Source: an optimization exercise on an open RTL-to-GDS flow (aim: small area and a short achievable clock period). Production flows keep margins and buffers that such runs may drop.
Function was checked by simulation only, so behaviour that the tests miss may differ from the original.

File: config.mk
export PLATFORM = sky130hd
export DESIGN_NAME = ce_div
export DESIGN_NICKNAME = ce_div
export VERILOG_FILES = /design/flow/design.v
export SDC_FILE = /design/flow/constraint.sdc
export NUM_CORES = 4
export LEC_CHECK = 0
export CAP_MARGIN = 20
export CORE_MARGIN = 2
export CORE_UTILIZATION = 40
export SLEW_MARGIN = 20
export SYNTH_HIERARCHICAL = 1
export SYNTH_MINIMUM_KEEP_SIZE = 0
File: run.sh
#!/bin/bash
# synth_recipe.tcl (not shown) runs the flow's synth.tcl, then flattens the netlist and writes it again
# the make line also repeats each setting of config.mk as NAME=value (left out here)
make -C /OpenROAD-flow-scripts/flow DESIGN_CONFIG=/design/flow/config.mk WORK_HOME=/design/flow/orfs CLKGATE_MAP_FILE= SYNTH_SCRIPT=/design/flow/synth_recipe.tcl finish
File: constraint.sdc
create_clock -name core_clock -period 44.0 [get_ports {clk}]
set_input_delay 8.8000 -clock core_clock [delete_from_list [all_inputs] [get_ports {clk}]]
set_output_delay 8.8000 -clock core_clock [all_outputs]
set_load 0.01 [all_outputs]
File: design.v
module ce_div_fa (
    input  wire a,
    input  wire b,
    input  wire c,
    output wire s,
    output wire co
);
    assign s  = a ^ b ^ c;
    assign co = (a & b) | (a & c) | (b & c);
endmodule
module ce_div (
    input  wire        clk,
    input  wire        rst,          
    input  wire        in_valid,
    input  wire [31:0] in_a,         
    input  wire [31:0] in_b,         
    input  wire        in_tag_a,     
    input  wire        in_tag_b,     
    input  wire        in_pass_b,    
    output reg         out_valid,
    output reg  [31:0] out_q,        
    output reg         out_tag,      
    output reg         out_n,
    output reg         out_z,
    output reg         out_v
);
    localparam [31:0] QMAX = 32'h7FFF_FFFF;
    localparam NDIG = 17;
    localparam N1 = 2, N2 = 6, N3 = 10, N4 = 14;
    reg        r0_valid;
    reg [31:0] r0_a, r0_b;
    reg        r0_ta, r0_tb, r0_pb;
    always @(posedge clk) begin
        if (rst) r0_valid <= 1'b0;
        else     r0_valid <= in_valid;
        r0_a  <= in_a;
        r0_b  <= in_b;
        r0_ta <= in_tag_a;
        r0_tb <= in_tag_b;
        r0_pb <= in_pass_b;
    end
    wire        a_neg  = r0_a[31];
    wire        b_neg  = r0_b[31];
    wire        a_zero = (r0_a == 32'd0);
    wire        b_zero = (r0_b == 32'd0);
    wire        neg_b  = r0_pb & r0_tb;
    wire        b_min  = (r0_b == 32'h8000_0000);
    wire        y_neg  = ~b_zero & (b_min | (b_neg ^ neg_b));
    wire        sign0  = a_neg ^ y_neg ^ (neg_b & ~r0_ta);
    wire        tag0   = r0_ta | r0_tb;
    wire [31:0] b_mag  = b_neg ? (~r0_b + 32'd1) : r0_b;
    reg  [4:0]  sh;
    integer k;
    always @(*) begin
        sh = 5'd31;
        for (k = 0; k < 32; k = k + 1)
            if (b_mag[k]) sh = 5'd31 - k[4:0];
    end
    wire [31:0] dn = b_mag << sh;
    wire [31:0] ax   = r0_a ^ {32{a_neg}};
    wire [31:0] hmask = ~(32'hFFFF_FFFF >> sh);
    wire        fits = ((ax & hmask) == 32'd0);
    wire        sat0 = b_zero ? ~a_zero : ~fits;
    wire        flip = sign0 ^ a_neg;
    wire [34:0] as35 = {{3{r0_a[31]}}, r0_a} << sh;
    wire [34:0] y0s  = as35 ^ {35{flip}};
    wire [34:0] y0c  = {34'd0, flip};
    wire [32:0] cws [0:NDIG];
    wire [32:0] cwc [0:NDIG];
    wire [NDIG-1:0] dpos, done, dtwo;
    reg  [32:0] r1_ws, r1_wc, r2_ws, r2_wc, r3_ws, r3_wc, r4_ws, r4_wc;
    reg  [30:0] r1_d, r2_d, r3_d, r4_d;
    genvar j, gi;
    generate
        for (j = 0; j < NDIG; j = j + 1) begin : g_it
            wire [34:0] ys, yc;
            wire [30:0] dj;
            if (j == 0) begin : g_first
                assign ys = y0s;  assign yc = y0c;  assign dj = dn[30:0];
            end else if (j == N1) begin : g_r1
                assign ys = {r1_ws, 2'b00};  assign yc = {r1_wc, 2'b00};  assign dj = r1_d;
            end else if (j == N2) begin : g_r2
                assign ys = {r2_ws, 2'b00};  assign yc = {r2_wc, 2'b00};  assign dj = r2_d;
            end else if (j == N3) begin : g_r3
                assign ys = {r3_ws, 2'b00};  assign yc = {r3_wc, 2'b00};  assign dj = r3_d;
            end else if (j == N4) begin : g_r4
                assign ys = {r4_ws, 2'b00};  assign yc = {r4_wc, 2'b00};  assign dj = r4_d;
            end else begin : g_mid
                assign ys = {cws[j], 2'b00};  assign yc = {cwc[j], 2'b00};
                assign dj = (j < N1) ? dn[30:0] : (j < N2) ? r1_d : (j < N3) ? r2_d : (j < N4) ? r3_d : r4_d;
            end
            wire [32:0] ws, wc;
            wire        q_pos, q_one, q_two;
            wire [30:0] d = dj;
            wire [6:0] ea = ys[34:28], eb = yc[34:28];
            wire [6:0] g0 = ea & eb, p0 = ea ^ eb;
            wire [6:0] g1, p1, g2, p2, g3, p3;
            assign g1[0] = g0[0]; assign p1[0] = p0[0];
            assign g1[1] = g0[1] | p0[1] & g0[0]; assign p1[1] = p0[1] & p0[0];
            assign g1[2] = g0[2]; assign p1[2] = p0[2];
            assign g1[3] = g0[3] | p0[3] & g0[2]; assign p1[3] = p0[3] & p0[2];
            assign g1[4] = g0[4]; assign p1[4] = p0[4];
            assign g1[5] = g0[5] | p0[5] & g0[4]; assign p1[5] = p0[5] & p0[4];
            assign g1[6] = g0[6]; assign p1[6] = p0[6];
            assign g2[1:0] = g1[1:0]; assign p2[1:0] = p1[1:0];
            assign g2[2] = g1[2] | p1[2] & g1[1]; assign p2[2] = p1[2] & p1[1];
            assign g2[3] = g1[3] | p1[3] & g1[1]; assign p2[3] = p1[3] & p1[1];
            assign g2[4] = g1[4]; assign p2[4] = p1[4];
            assign g2[5] = g1[5]; assign p2[5] = p1[5];
            assign g2[6] = g1[6] | p1[6] & g1[5]; assign p2[6] = p1[6] & p1[5];
            assign g3[3:0] = g2[3:0];
            assign g3[4] = g2[4] | p2[4] & g2[3];
            assign g3[5] = g2[5] | p2[5] & g2[3];
            assign g3[6] = g2[6] | p2[6] & g2[3];
            wire [6:0] e = p0 ^ {g3[5:0], 1'b0};
            wire [2:0] dh = d[30:28];
            reg signed [6:0] m2, m1, m0, mm1;
            always @(*) begin
                case (dh)
                    3'd0: begin m2 = 7'sd12; m1 = 7'sd4; m0 = -7'sd5; mm1 = -7'sd13; end
                    3'd1: begin m2 = 7'sd14; m1 = 7'sd4; m0 = -7'sd5; mm1 = -7'sd15; end
                    3'd2: begin m2 = 7'sd15; m1 = 7'sd4; m0 = -7'sd5; mm1 = -7'sd16; end
                    3'd3: begin m2 = 7'sd16; m1 = 7'sd4; m0 = -7'sd5; mm1 = -7'sd17; end
                    3'd4: begin m2 = 7'sd18; m1 = 7'sd5; m0 = -7'sd6; mm1 = -7'sd19; end
                    3'd5: begin m2 = 7'sd19; m1 = 7'sd5; m0 = -7'sd6; mm1 = -7'sd20; end
                    3'd6: begin m2 = 7'sd20; m1 = 7'sd5; m0 = -7'sd6; mm1 = -7'sd21; end
                    default: begin m2 = 7'sd22; m1 = 7'sd6; m0 = -7'sd7; mm1 = -7'sd23; end
                endcase
            end
            wire signed [6:0] es = e;
            wire ge2  = es >= m2;
            wire ge1  = es >= m1;
            wire ge0  = es >= m0;
            wire gem1 = es >= mm1;
            assign q_pos = ge1;
            assign q_two = ge2 | ~gem1;
            assign q_one = (ge1 & ~ge2) | (gem1 & ~ge0);
            wire [32:0] dd  = {1'b1, d};
            wire [32:0] d2  = {1'b1, d, 1'b0};
            wire [32:0] op  = ({33{q_one}} & dd | {33{q_two}} & d2) ^ {33{q_pos}};
            wire [32:0] xs = ys[32:0];
            wire [32:0] xc = yc[32:0];
            wire [32:0] mj;
            if (j == 0) begin : g_row0
                assign ws = xs ^ xc ^ op;
                assign mj = (xs & xc) | (xs & op) | (xc & op);
            end else begin : g_rown
                assign ws[1:0] = op[1:0];
                assign mj[1:0] = 2'b00;
                for (gi = 2; gi < 33; gi = gi + 1) begin : g_fa
                    ce_div_fa u_fa (.a(xs[gi]), .b(xc[gi]), .c(op[gi]), .s(ws[gi]), .co(mj[gi]));
                end
            end
            assign wc = {mj[31:0], q_pos};
            assign cws[j+1] = ws;  assign cwc[j+1] = wc;
            assign dpos[NDIG-1-j] = q_pos;  assign done[NDIG-1-j] = q_one;  assign dtwo[NDIG-1-j] = q_two;
        end
    endgenerate
    reg [NDIG-1:NDIG-N1] r1_p, r1_o, r1_t;
    reg [NDIG-1:NDIG-N2] r2_p, r2_o, r2_t;
    reg [NDIG-1:NDIG-N3] r3_p, r3_o, r3_t;
    reg [NDIG-1:NDIG-N4] r4_p, r4_o, r4_t;
    reg r1_valid, r2_valid, r3_valid, r4_valid;
    reg r1_sat, r2_sat, r3_sat, r4_sat;
    reg r1_sign, r2_sign, r3_sign, r4_sign;
    reg r1_tag, r2_tag, r3_tag, r4_tag;
    reg r1_pbt, r2_pbt, r3_pbt, r4_pbt;
    always @(posedge clk) begin
        if (rst) begin
            r1_valid <= 1'b0;
            r2_valid <= 1'b0;
            r3_valid <= 1'b0;
            r4_valid <= 1'b0;
        end else begin
            r1_valid <= r0_valid;
            r2_valid <= r1_valid;
            r3_valid <= r2_valid;
            r4_valid <= r3_valid;
        end
        r1_ws <= cws[N1];  r1_wc <= cwc[N1];  r1_d <= dn[30:0];
        r1_p <= dpos[NDIG-1:NDIG-N1];  r1_o <= done[NDIG-1:NDIG-N1];  r1_t <= dtwo[NDIG-1:NDIG-N1];
        r1_sat <= sat0;  r1_sign <= sign0;  r1_tag <= tag0;  r1_pbt <= r0_pb & tag0;
        r2_ws <= cws[N2];  r2_wc <= cwc[N2];  r2_d <= r1_d;
        r2_p <= {r1_p, dpos[NDIG-N1-1:NDIG-N2]};
        r2_o <= {r1_o, done[NDIG-N1-1:NDIG-N2]};
        r2_t <= {r1_t, dtwo[NDIG-N1-1:NDIG-N2]};
        r2_sat <= r1_sat;  r2_sign <= r1_sign;  r2_tag <= r1_tag;  r2_pbt <= r1_pbt;
        r3_ws <= cws[N3];  r3_wc <= cwc[N3];  r3_d <= r2_d;
        r3_p <= {r2_p, dpos[NDIG-N2-1:NDIG-N3]};
        r3_o <= {r2_o, done[NDIG-N2-1:NDIG-N3]};
        r3_t <= {r2_t, dtwo[NDIG-N2-1:NDIG-N3]};
        r3_sat <= r2_sat;  r3_sign <= r2_sign;  r3_tag <= r2_tag;  r3_pbt <= r2_pbt;
        r4_ws <= cws[N4];  r4_wc <= cwc[N4];  r4_d <= r3_d;
        r4_p <= {r3_p, dpos[NDIG-N3-1:NDIG-N4]};
        r4_o <= {r3_o, done[NDIG-N3-1:NDIG-N4]};
        r4_t <= {r3_t, dtwo[NDIG-N3-1:NDIG-N4]};
        r4_sat <= r3_sat;  r4_sign <= r3_sign;  r4_tag <= r3_tag;  r4_pbt <= r3_pbt;
    end
    reg  [27:0] hp, hn;
    integer i;
    always @(*) begin
        for (i = 0; i < N4; i = i + 1) begin
            hp[2*i+1] = r4_p[NDIG-N4+i] & r4_t[NDIG-N4+i];
            hp[2*i]   = r4_p[NDIG-N4+i] & r4_o[NDIG-N4+i];
            hn[2*i+1] = ~r4_p[NDIG-N4+i] & r4_t[NDIG-N4+i];
            hn[2*i]   = ~r4_p[NDIG-N4+i] & r4_o[NDIG-N4+i];
        end
    end
    wire [28:0] qh0 = {1'b0, hp} - {1'b0, hn};    
    wire [28:0] qh1 = qh0 - 29'd1;                
    wire h0_big = ~qh0[28] & (qh0[27] | qh0[26]);
    wire h1_big = ~qh1[28] & (qh1[27] | qh1[26]);
    wire h0_neg = qh0[28] & ~(qh0[27] & qh0[26]);
    wire h1_neg = qh1[28] & ~(qh1[27] & qh1[26]);
    wire h0_eqn = (qh0[28:26] == 3'b111) & (qh0[25:0] == 26'd0);
    wire h1_eqn = (qh1[28:26] == 3'b111) & (qh1[25:0] == 26'd0);
    wire h0_zero = (qh0 == 29'd0);
    wire h1_zero = (qh1 == 29'd0);
    wire [2:0] lp = dpos[2:0], lo = done[2:0], lt = dtwo[2:0];
    wire [6:0] tp = {1'b0, lp[2] & lt[2], lp[2] & lo[2], lp[1] & lt[1], lp[1] & lo[1], lp[0] & lt[0], lp[0] & lo[0]};
    wire [6:0] tn = {1'b0, ~lp[2] & lt[2], ~lp[2] & lo[2], ~lp[1] & lt[1], ~lp[1] & lo[1], ~lp[0] & lt[0], ~lp[0] & lo[0]};
    wire [6:0] tq = tp - tn;
    wire [32:0] fws = cws[NDIG], fwc = cwc[NDIG];
    wire [32:0] wf   = fws + fwc;
    wire        negw = wf[32];
    wire [32:0] zx   = (fws ^ fwc) ^ {(fws[31:0] | fwc[31:0]), 1'b0};
    wire        sticky = (zx != 33'd0);
    wire [6:0] lq  = tq - {6'd0, negw};
    wire       up  = lq[0] & (sticky | lq[1]);
    wire [6:0] lq2 = lq + {5'd0, up, 1'b0};
    wire       csel = lq2[6];                  
    wire [4:0] x   = lq2[5:1];
    wire       xz  = (x == 5'd0);
    wire [28:0] qs  = csel ? qh1 : qh0;
    wire        sbig = csel ? h1_big : h0_big;
    wire        sneg = csel ? h1_neg : h0_neg;
    wire        seqn = csel ? h1_eqn : h0_eqn;
    wire        szero = csel ? h1_zero : h0_zero;
    wire        ovf  = r4_sat | sbig | sneg | (seqn & xz);
    wire [31:0] res  = ovf ? (r4_sign ? 32'h8000_0001 : QMAX) : {qs[26:0], x};
    wire        zres = ~ovf & szero & xz;
    wire        rneg = ovf ? r4_sign : qs[28];
    always @(posedge clk) begin
        if (rst) out_valid <= 1'b0;
        else     out_valid <= r4_valid;
        out_q   <= res;
        out_tag <= r4_tag;
        out_n   <= r4_pbt ? (~rneg & ~zres) : rneg;
        out_z   <= zres;
        out_v   <= ovf;
    end
endmodule
==> results of run 1 <==
[metal layers]
metal / global-route usage / up-vias
met1: 0.2754 / 20710
met3: 0.02603 / 303
met5: 0 / -
met2: 0.3771 / 1132
met4: 0.08171 / 4
li1: - / 19500
[Yosys stat by module (local to each module, per instance)]
module,cells,times used,area (µm²)
ce_div,5167,1,44340
ce_div_fa,1,496,20.02
[registers in the layout (all words and copies together), names as in the netlist, 14 cells and up]
signal / flops
out_q: 32
r0_a: 32
r0_b: 32
r1_d: 31
r1_wc: 30
r1_ws: 33
r2_d: 31
r2_wc: 30
r2_ws: 33
r3_d: 31
r3_wc: 30
r3_ws: 33
r4_d: 31
r4_o: 14
r4_p: 14
r4_t: 14
r4_wc: 30
r4_ws: 33
[stage by stage]
| stage | std cells | instance area [µm²] | hold slack, ns |
|---|---|---|---|
| after global placement | 7229 | 56580 | 0.3104 |
| after detailed placement | 7229 | 56580 | 0.3121 |
| after CTS | 7350 | 58920 | 0.3251 |
| after floorplan | 5693 | 54380 | 0.3096 |
| final | 7350 | 58920 | 0.3210 |
| after global routing | 7350 | 58920 | 0.3279 |
[cell usage in the layout (no fill, tap or decap), drive strengths merged, types with 31 or more instances in the layout]
cell type,netlist,routed
a211oi,49,49
a21boi,31,31
a21o,98,98
a21oi,239,239
a22oi,475,475
a31oi,43,43
buf,102,62
clkbuf,311,84
clkdlybuf4s50,0,106
conb,1,31
dfxtp,597,597
fa,544,544
ha,424,424
inv,332,339
mux2i,90,90
nand2,264,264
nand2b,75,75
nand3,77,77
nand4,52,52
nor2,246,246
nor2b,57,57
nor3,58,58
o211ai,53,53
o21ai,220,220
xnor2,672,672
xor2,68,68
[path summary, 6_finish.rpt]
check             slack (ns)             start                 to
setup / recovery       25.62  r4_d[29]$_DFF_P_  out_q[28]$_DFF_P_
hold / removal          0.32    r4_tag$_DFF_P_    out_tag$_DFF_P_
setup reg to reg       25.62  r4_d[29]$_DFF_P_  out_q[28]$_DFF_P_
hold reg to reg         0.32    r4_tag$_DFF_P_    out_tag$_DFF_P_
[cells in the mapped netlist, drive strengths merged, types with 52 or more instances]
cell | instances | area, µm²
ha | 424 | 5305
nand4 | 52 | 331.6
o211ai | 53 | 402.9
nand2b | 75 | 469.2
nor2b | 57 | 356.6
buf | 102 | 485.5
a21oi | 239 | 1211
o21ai | 220 | 1116
a22oi | 475 | 3566
nor2 | 246 | 944.7
nor3 | 58 | 295.3
xnor2 | 672 | 5886
dfxtp | 597 | 11950
inv | 332 | 1246
clkbuf | 311 | 1262
mux2i | 90 | 913.4
fa | 544 | 10890
xor2 | 68 | 595.6
nand3 | 77 | 390.4
nand2 | 264 | 991.0
a21o | 98 | 735.7
[worst max-delay path: cells and delay by family (launching register included)]
kind,cells,cell delay [ns]
compound gates,33,7.44
xor+xnor,6,1.54
fa+ha+maj,13,4.68
buf+inv,8,1.47
flops,1,0.59
simple gates,13,2.43
[area by class of cell]
type,count,area (µm²),area share
flip-flops and latches,597,11950,0.2029
repair buffers,168,1526,0.02591
inverters,335,1257,0.02134
well taps,1781,2228,0.03782
clock inverters,37,476.7,0.008091
clock buffers,84,1866,0.03166
multi-input cells,4348,39610,0.6723
[kinds of logic after synthesis]
group           count (synthesis)
simple gates                 1006
buf+inv                       748
xor+xnor                      743
other cells                     1
compound gates               1486
fa+ha+maj                     969
flops                         597
mux                           113
==> out/summary.txt, run 1 <==
fin crit share: 0.4177
Hold WC Path Type: reg -> reg
Slew @ Worst Pin: 1.119 ns
DR pass1 iterations: 6
DRC errors left: 0
Synth Area in Simple Gates: 0.09245
CP max stage cell: xor3_1
Synth Area in XOR/XNOR: 0.1207
compound-gate portion of the synthesized area: 0.1908
CP peak stage delay: 0.69 ns
Total Routed Length: 151700 µm
Max clock buf depth: 3
post_cts resized: 0
final core utilization: 0.4360
CTS tree: built
H-Tree Depth: 3
post-synthesis mux area share: 0.02181
Mean Syn Cell Area: 9.584 µm²
Hold Crit Depth: 0
root buffer cell: clkbuf_16
clk latency of the worst-skew pair: 0.65 ns
largest net degree at the start of global routing: 78
first-pass GRT wire length: 242000 µm
WP data required: 44.49 ns
via-per-instance ratio: 5.667
Initial Util: 0.4016
Area Overhead vs Synth: 8.562%
setup TNS: 0 ns
hpwl dp: 118400 µm
vias in the first global route: 42350
Mapped Area: 54270 µm²
Max Transition Viols Final: 0
initial antenna violation count: 2
Final min period: 18.38 ns
setup ws final: 25.62 ns
Gate Count Post-Synth: 5663
initial drt markers: 3138
fraction of layout cells with a size suffix above 1: 0.05584
Top Metal Used: met5
port bufs: 106
met2 WL: 74150 µm
CP Launch Type: register
clk sinks: 597
post-CTS setup buffer count: 0
Synth async-reset ratio: 0
dpl ws: 25.76 ns
skew final: 0.03091 ns
Primary FF master, synth: dfxtp_1
status: complete, no violations
critical path fanouts, max: 33
CTS Hold Bufs: 0
Die Y-Extent: 372.3 µm
FP Rows: 135
final-layout fill cell count: 13120
Worst Reg2Reg Path Length in Cells: 73
unrepaired setup endpoints after global routing: false
main combinational cell family by area after synthesis: adder cells
#FFs+latches synth: 597
max cap viols: 0
Adder-Cell Fraction of Synth Area: 0.2986
ant diodes: 0
# IOs: 107
CTS Buf Count: 67
Post-synth EDFFs: 0
fmax: 54.41 MHz
CP endpoint kind: register
die area: 138600 µm²
clk slew on worst S/H paths: 0.06 ns
critical path class: reg -> reg
met3 wire length: 6687 µm
final setup fails: 0
critical path arrival: 18.87 ns
Layout Nets: 6555
CP most frequent cell: a21o_1
Vias: 41650
routability cong.: 0.9152
sequential share of the synthesized area: 0.2202
Final ANT Viol Nets: 0
post-DR wirelength/cell: 20.64 µm
total gr overflow: 0
Worst slew margin: 0.2438
post-synthesis cell type count: 109
Core ar.: 135100 µm²
GRT Overall Usage: 0.2173
Yosys warnings: 7
met1 WL: 64920 µm
Die W: 372.3 µm
final count of hold timing violations: 0
==> inputs of run 2 (changes only) <==
--- a/design.v
+++ b/design.v
@@ -1,3 +1,33 @@
+module ce_div_mag (
+    input  wire [31:0] w,
+    output wire [31:0] m
+);
+    assign m = w[31] ? (~w + 32'd1) : w;
+endmodule
+module ce_div_fmt (
+    input  wire        sat,      
+    input  wire        big,      
+    input  wire        eqn,      
+    input  wire        xz,       
+    input  wire        zc,       
+    input  wire        neg,      
+    input  wire        sign,     
+    input  wire        pbt,      
+    input  wire [26:0] qh,
+    input  wire [4:0]  x,
+    output wire [31:0] q,
+    output wire        n,
+    output wire        z,
+    output wire        v
+);
+    wire ovf  = sat | big | (eqn & xz);
+    wire zres = ~ovf & zc & xz;
+    wire rneg = ovf ? sign : neg;
+    assign q = ovf ? (sign ? 32'h8000_0001 : 32'h7FFF_FFFF) : {qh, x};
+    assign v = ovf;
+    assign z = zres;
+    assign n = pbt ? (~rneg & ~zres) : rneg;
+endmodule
 module ce_div_fa (
     input  wire a,
     input  wire b,
@@ -18,37 +48,40 @@
     input  wire        in_tag_b,     
     input  wire        in_pass_b,    
     output reg         out_valid,
-    output reg  [31:0] out_q,        
-    output reg         out_tag,      
-    output reg         out_n,
-    output reg         out_z,
-    output reg         out_v
+    output wire [31:0] out_q,        
+    output wire        out_tag,      
+    output wire        out_n,
+    output wire        out_z,
+    output wire        out_v
 );
     localparam [31:0] QMAX = 32'h7FFF_FFFF;
     localparam NDIG = 17;
     localparam N1 = 2, N2 = 6, N3 = 10, N4 = 14;
+    localparam FA_TOP = 25;
+    wire [31:0] i_b_mag;
+    ce_div_mag u_mag (.w(in_b), .m(i_b_mag));
     reg        r0_valid;
-    reg [31:0] r0_a, r0_b;
-    reg        r0_ta, r0_tb, r0_pb;
+    reg [31:0] r0_a, r0_bm;
+    reg        r0_bn, r0_ta, r0_tb, r0_pb;
     always @(posedge clk) begin
         if (rst) r0_valid <= 1'b0;
         else     r0_valid <= in_valid;
         r0_a  <= in_a;
-        r0_b  <= in_b;
+        r0_bm <= i_b_mag;
+        r0_bn <= in_b[31];
         r0_ta <= in_tag_a;
         r0_tb <= in_tag_b;
         r0_pb <= in_pass_b;
     end
     wire        a_neg  = r0_a[31];
-    wire        b_neg  = r0_b[31];
     wire        a_zero = (r0_a == 32'd0);
-    wire        b_zero = (r0_b == 32'd0);
+    wire [31:0] b_mag  = r0_bm;
+    wire        b_zero = (b_mag == 32'd0);
+    wire        b_min  = (b_mag == 32'h8000_0000);    
     wire        neg_b  = r0_pb & r0_tb;
-    wire        b_min  = (r0_b == 32'h8000_0000);
-    wire        y_neg  = ~b_zero & (b_min | (b_neg ^ neg_b));
+    wire        y_neg  = ~b_zero & (b_min | (r0_bn ^ neg_b));
     wire        sign0  = a_neg ^ y_neg ^ (neg_b & ~r0_ta);
     wire        tag0   = r0_ta | r0_tb;
-    wire [31:0] b_mag  = b_neg ? (~r0_b + 32'd1) : r0_b;
     reg  [4:0]  sh;
     integer k;
     always @(*) begin
@@ -147,9 +180,12 @@
             end else begin : g_rown
                 assign ws[1:0] = op[1:0];
                 assign mj[1:0] = 2'b00;
-                for (gi = 2; gi < 33; gi = gi + 1) begin : g_fa
+                for (gi = 2; gi < FA_TOP; gi = gi + 1) begin : g_fa
                     ce_div_fa u_fa (.a(xs[gi]), .b(xc[gi]), .c(op[gi]), .s(ws[gi]), .co(mj[gi]));
                 end
+                assign ws[32:FA_TOP] = xs[32:FA_TOP] ^ xc[32:FA_TOP] ^ op[32:FA_TOP];
+                assign mj[32:FA_TOP] = (xs[32:FA_TOP] & xc[32:FA_TOP]) | (xs[32:FA_TOP] & op[32:FA_TOP]) |
+                                       (xc[32:FA_TOP] & op[32:FA_TOP]);
             end
             assign wc = {mj[31:0], q_pos};
             assign cws[j+1] = ws;  assign cwc[j+1] = wc;
@@ -236,17 +272,26 @@
     wire        sneg = csel ? h1_neg : h0_neg;
     wire        seqn = csel ? h1_eqn : h0_eqn;
     wire        szero = csel ? h1_zero : h0_zero;
-    wire        ovf  = r4_sat | sbig | sneg | (seqn & xz);
-    wire [31:0] res  = ovf ? (r4_sign ? 32'h8000_0001 : QMAX) : {qs[26:0], x};
-    wire        zres = ~ovf & szero & xz;
-    wire        rneg = ovf ? r4_sign : qs[28];
+    reg        o_sat, o_big, o_eqn, o_xz, o_zc, o_neg, o_sign, o_pbt, o_tag;
+    reg [26:0] o_qh;
+    reg [4:0]  o_x;
     always @(posedge clk) begin
         if (rst) out_valid <= 1'b0;
         else     out_valid <= r4_valid;
-        out_q   <= res;
-        out_tag <= r4_tag;
-        out_n   <= r4_pbt ? (~rneg & ~zres) : rneg;
-        out_z   <= zres;
-        out_v   <= ovf;
-    end
-endmodule
+        o_sat  <= r4_sat;
+        o_big  <= sbig | sneg;
+        o_eqn  <= seqn;
+        o_xz   <= xz;
+        o_zc   <= szero;
+        o_neg  <= qs[28];
+        o_qh   <= qs[26:0];
+        o_x    <= x;
+        o_sign <= r4_sign;
+        o_pbt  <= r4_pbt;
+        o_tag  <= r4_tag;
+    end
+    ce_div_fmt u_fmt (.sat(o_sat), .big(o_big), .eqn(o_eqn), .xz(o_xz), .zc(o_zc), .neg(o_neg),
+                      .sign(o_sign), .pbt(o_pbt), .qh(o_qh), .x(o_x),
+                      .q(out_q), .n(out_n), .z(out_z), .v(out_v));
+    assign out_tag = o_tag;
+endmodule
==> out/summary.txt, run 2 <==
Yosys top cell area share: 0.2197 (-0.0004868)
CTS tree: built
hold endpoint: r4_p[13]$_DFF_P_
Max Transition Viols Final: 0 (unchanged)
root buffer cell: clkbuf_16
vias in the first global route: 42310 (-0.090%)
GRT Overall Usage: 0.1980 (-0.01923)
CTS Hold Bufs: 0 (unchanged)
status: complete, no violations
largest net degree at the start of global routing: 64 (-18%)
Mean Syn Cell Area: 9.490 µm² (-0.97%)
die area: 140300 µm² (+1.2%)
critical path arrival: 18.72 ns (-0.15 ns)
unrepaired setup endpoints after global routing: false
hold_sp: r3_p[13]$_DFF_P_
setup TNS: 0 ns (unchanged)
Worst slew margin: 0.3037 (+0.05990)
first-pass GRT wire length: 230100 µm (-4.9%)
CP peak stage delay: 0.88 ns (+0.19 ns)
initial drt markers: 2480 (-21%)
Hold Crit Depth: 0 (unchanged)
via-per-instance ratio: 5.507 (-2.8%)
CP most frequent cell: fa_1
final setup fails: 0 (unchanged)
FP Rows: 135 (unchanged)
largest cells by area after synthesis: dfxtp_1 (22%), fa_1 (19%), ha_1 (9.7%)
Hold WC Path Type: reg -> reg
ant diodes: 0 (unchanged)
skew final: 0.03943 ns (+0.008518 ns)
Final ANT Viol Nets: 0 (unchanged)
clk sinks: 603 (+1.0%)
total gr overflow: 0 (unchanged)
post-CTS setup buffer count: 0 (unchanged)
post_cts resized: 0 (unchanged)
Gate Count Post-Synth: 5789 (+2.2%)
fraction of layout cells with a size suffix above 1: 0.05811 (+0.002268)
routability cong.: 0.9011 (-1.5%)
Max clock buf depth: 3 (unchanged)
commonest cells after routing, fill and taps aside: dfxtp_1 (603), xnor2_1 (587), fa_1 (528)
DR pass1 iterations: 5 (-1)
CTS Buf Count: 69 (+3.0%)
DRC errors left: 0 (unchanged)
Worst Reg2Reg Path Length in Cells: 62 (-15%)
critical path fanouts, max: 32 (-3.0%)
Area Overhead vs Synth: 9.035%
Slew @ Worst Pin: 1.040 ns (-0.07803 ns)
hpwl dp: 112800 µm (-4.7%)
Post-synth EDFFs: 0 (unchanged)
post-DR wirelength/cell: 18.72 µm (-9.3%)
WP data required: 44.57 ns (+0.08 ns)
Critical R2R Capture: o_zc$_DFF_P_
Synth async-reset ratio: 0 (unchanged)
Die Y-Extent: 374.6 µm (+0.61%)
sequential share of the synthesized area: 0.2197 (-0.0004868)
CP endpoint kind: register
Core ar.: 136000 µm² (+0.62%)
max cap viols: 0 (unchanged)
#FFs+latches synth: 603 (+1.0%)
Vias: 41270 (-0.92%)
most frequent cell after synthesis: dfxtp_1
CP Launch Type: register
Initial Util: 0.4040 (+0.002410)
leading cell type in the layout, fill and taps excluded: dfxtp_1
H-Tree Depth: 3 (unchanged)
Yosys warnings: 7 (unchanged)
fin crit share: 0.4124 (-0.005320)
most instantiated cells after synthesis: dfxtp_1 (603), xnor2_1 (587), fa_1 (528)
Die W: 374.6 µm (+0.61%)
Layout Nets: 6684 (+2.0%)
initial antenna violation count: 0 (-2)
Primary FF master, synth: dfxtp_1
fmax: 55.11 MHz (+1.3%)
final count of hold timing violations: 0 (unchanged)
port bufs: 106 (unchanged)
# IOs: 107 (unchanged)
Mapped Area: 54940 µm² (+1.2%)
clk slew on worst S/H paths: 0.06 ns (about the same)
final-layout fill cell count: 13030 (-0.68%)
clk latency of the worst-skew pair: 0.66 ns (about the same)
Worst R2R Start: r4_d[29]$_DFF_P_
post-synthesis cell type count: 110 (+0.92%)
CP max stage cell: o21ai_2
Total Routed Length: 140300 µm (-7.5%)
r2r setup slk: 25.85 ns (+0.23 ns)
critical path class: reg -> reg
post-synth top area cell: dfxtp_1
Final min period: 18.15 ns (-0.2341 ns)
-- run 2: cell count changes after synthesis, sizes merged, moves of 47 or more --
cell	delta
inv	+174
nand2	+107
a22oi	-104
xnor2	-79
o21ai	-76
xor2	+65
a221oi	+63
and4	+58
a221o	+52
a22o	+47
-- run 2: layout make-up --
type | instances | area, µm² | area share
timing repair buffer | 181 | 1654 | 0.02761
tap | 1781 | 2228 | 0.03720
inverter | 509 | 1911 | 0.03189
clock inverter | 32 | 454.2 | 0.007582
sequential | 603 | 12070 | 0.2015
multi-input combinational | 4296 | 39650 | 0.6619
clock buffer | 92 | 1933 | 0.03227
-- run 2: logic make-up after synthesis --
kind of cell | count (synthesis) | share of synthesized area
xor gates and xnor gates | 730 | 0.1182
muxes | 144 | 0.02694
AOI/OAI and AO/OA | 1359 | 0.1811
and+or+nand+nor | 1079 | 0.1000
other | 1 | 0.00006826
adders and majority gates | 954 | 0.2894
buffers and inverters | 919 | 0.06450
DFF | 603 | 0.2197
-- run 2: modules after synthesis (local to each module, per instance) --
module | cell area [µm²] | cells
ce_div | 46430 | 5268
ce_div_mag | 789.5 | 105
ce_div_fmt | 352.8 | 48
ce_div_fa | 20.02 | 1
-- run 2: how the worst max path moves through the flow --
stage                       from      endpoint  slack [ns]
6_report        r4_d[29]$_DFF_P_  o_zc$_DFF_P_       25.85
2_1_floorplan  r4_ws[26]$_DFF_P_  o_zc$_DFF_P_       28.23
4_1_cts         r4_d[29]$_DFF_P_  o_zc$_DFF_P_       25.53
5_1_grt         r4_d[29]$_DFF_P_  o_zc$_DFF_P_       24.33
3_5_place_dp    r4_d[29]$_DFF_P_  o_zc$_DFF_P_       25.58
3_3_place_gp    r4_d[29]$_DFF_P_  o_zc$_DFF_P_       25.81
-- run 2: stage by stage --
step	utilization	setup WS (ns)	cell area (µm²)	hold WS [ns]	cells
detailed placement	0.4226	25.58	57470	0.3121	7368
floorplan	-	28.23	55050	0.3096	5818
global route	0.4405	24.33	59900	0.3298	7494
CTS	0.4402	25.53	59860	0.3196	7492
finish	0.4405	25.85	59900	0.3204	7494
global placement	0.4226	25.81	57460	0.3104	7368
-- run 2: per-layer routing --
| layer | up-vias | track usage | wire length (µm) |
|---|---|---|---|
| li1 | 19740 | - | - |
| met1 | 20500 | 0.2480 | 61130 |
| met2 | 824 | 0.3551 | 70470 |
| met3 | 197 | 0.02275 | 4783 |
| met4 | 0 | 0.05980 | 3897 |
| met5 | - | 0 | 0 |
-- run 2: worst max-delay path: cells and delay by family, from the launching register on --
family | cells | cell delay (ns)
DFF | 1 | 0.62
AOI/OAI and AO/OA | 22 | 6.24
buffers and inverters | 5 | 0.95
and+or+nand+nor | 16 | 4.07
xor gates and xnor gates | 6 | 1.18
adders and majority gates | 13 | 4.94

-- static timing again, ports no longer ideal --
The flow's constraints put no driver on any port. The routed layouts listed below were extracted and timed again, unchanged, in two steps.
Step 1, drivers: a clkbuf_16 drives clk and a buf_2 each remaining input, both assumed.
Step 2 also shifts input and output timing later by t, the mid clock arrival at the registers, as if the neighbouring blocks saw the same clock.
Slacks: no drivers / after step 1 / after step 2; pairs: no drivers / after step 1.
run | shift t [ns] | setup WS [ns] | hold slack, ns | worst setup path after step 2 | worst data-port slew with drivers (ns)
run 1 | 0.705 | 25.619 / 25.619 / 25.619 | 0.321 / 0.321 / 0.321 | register to register | 0.06
run 2 | 0.720 | 25.853 / 25.853 / 25.853 | 0.320 / 0.320 / 0.320 | register to register | 0.06
After both steps setup and hold are still met in every run listed.
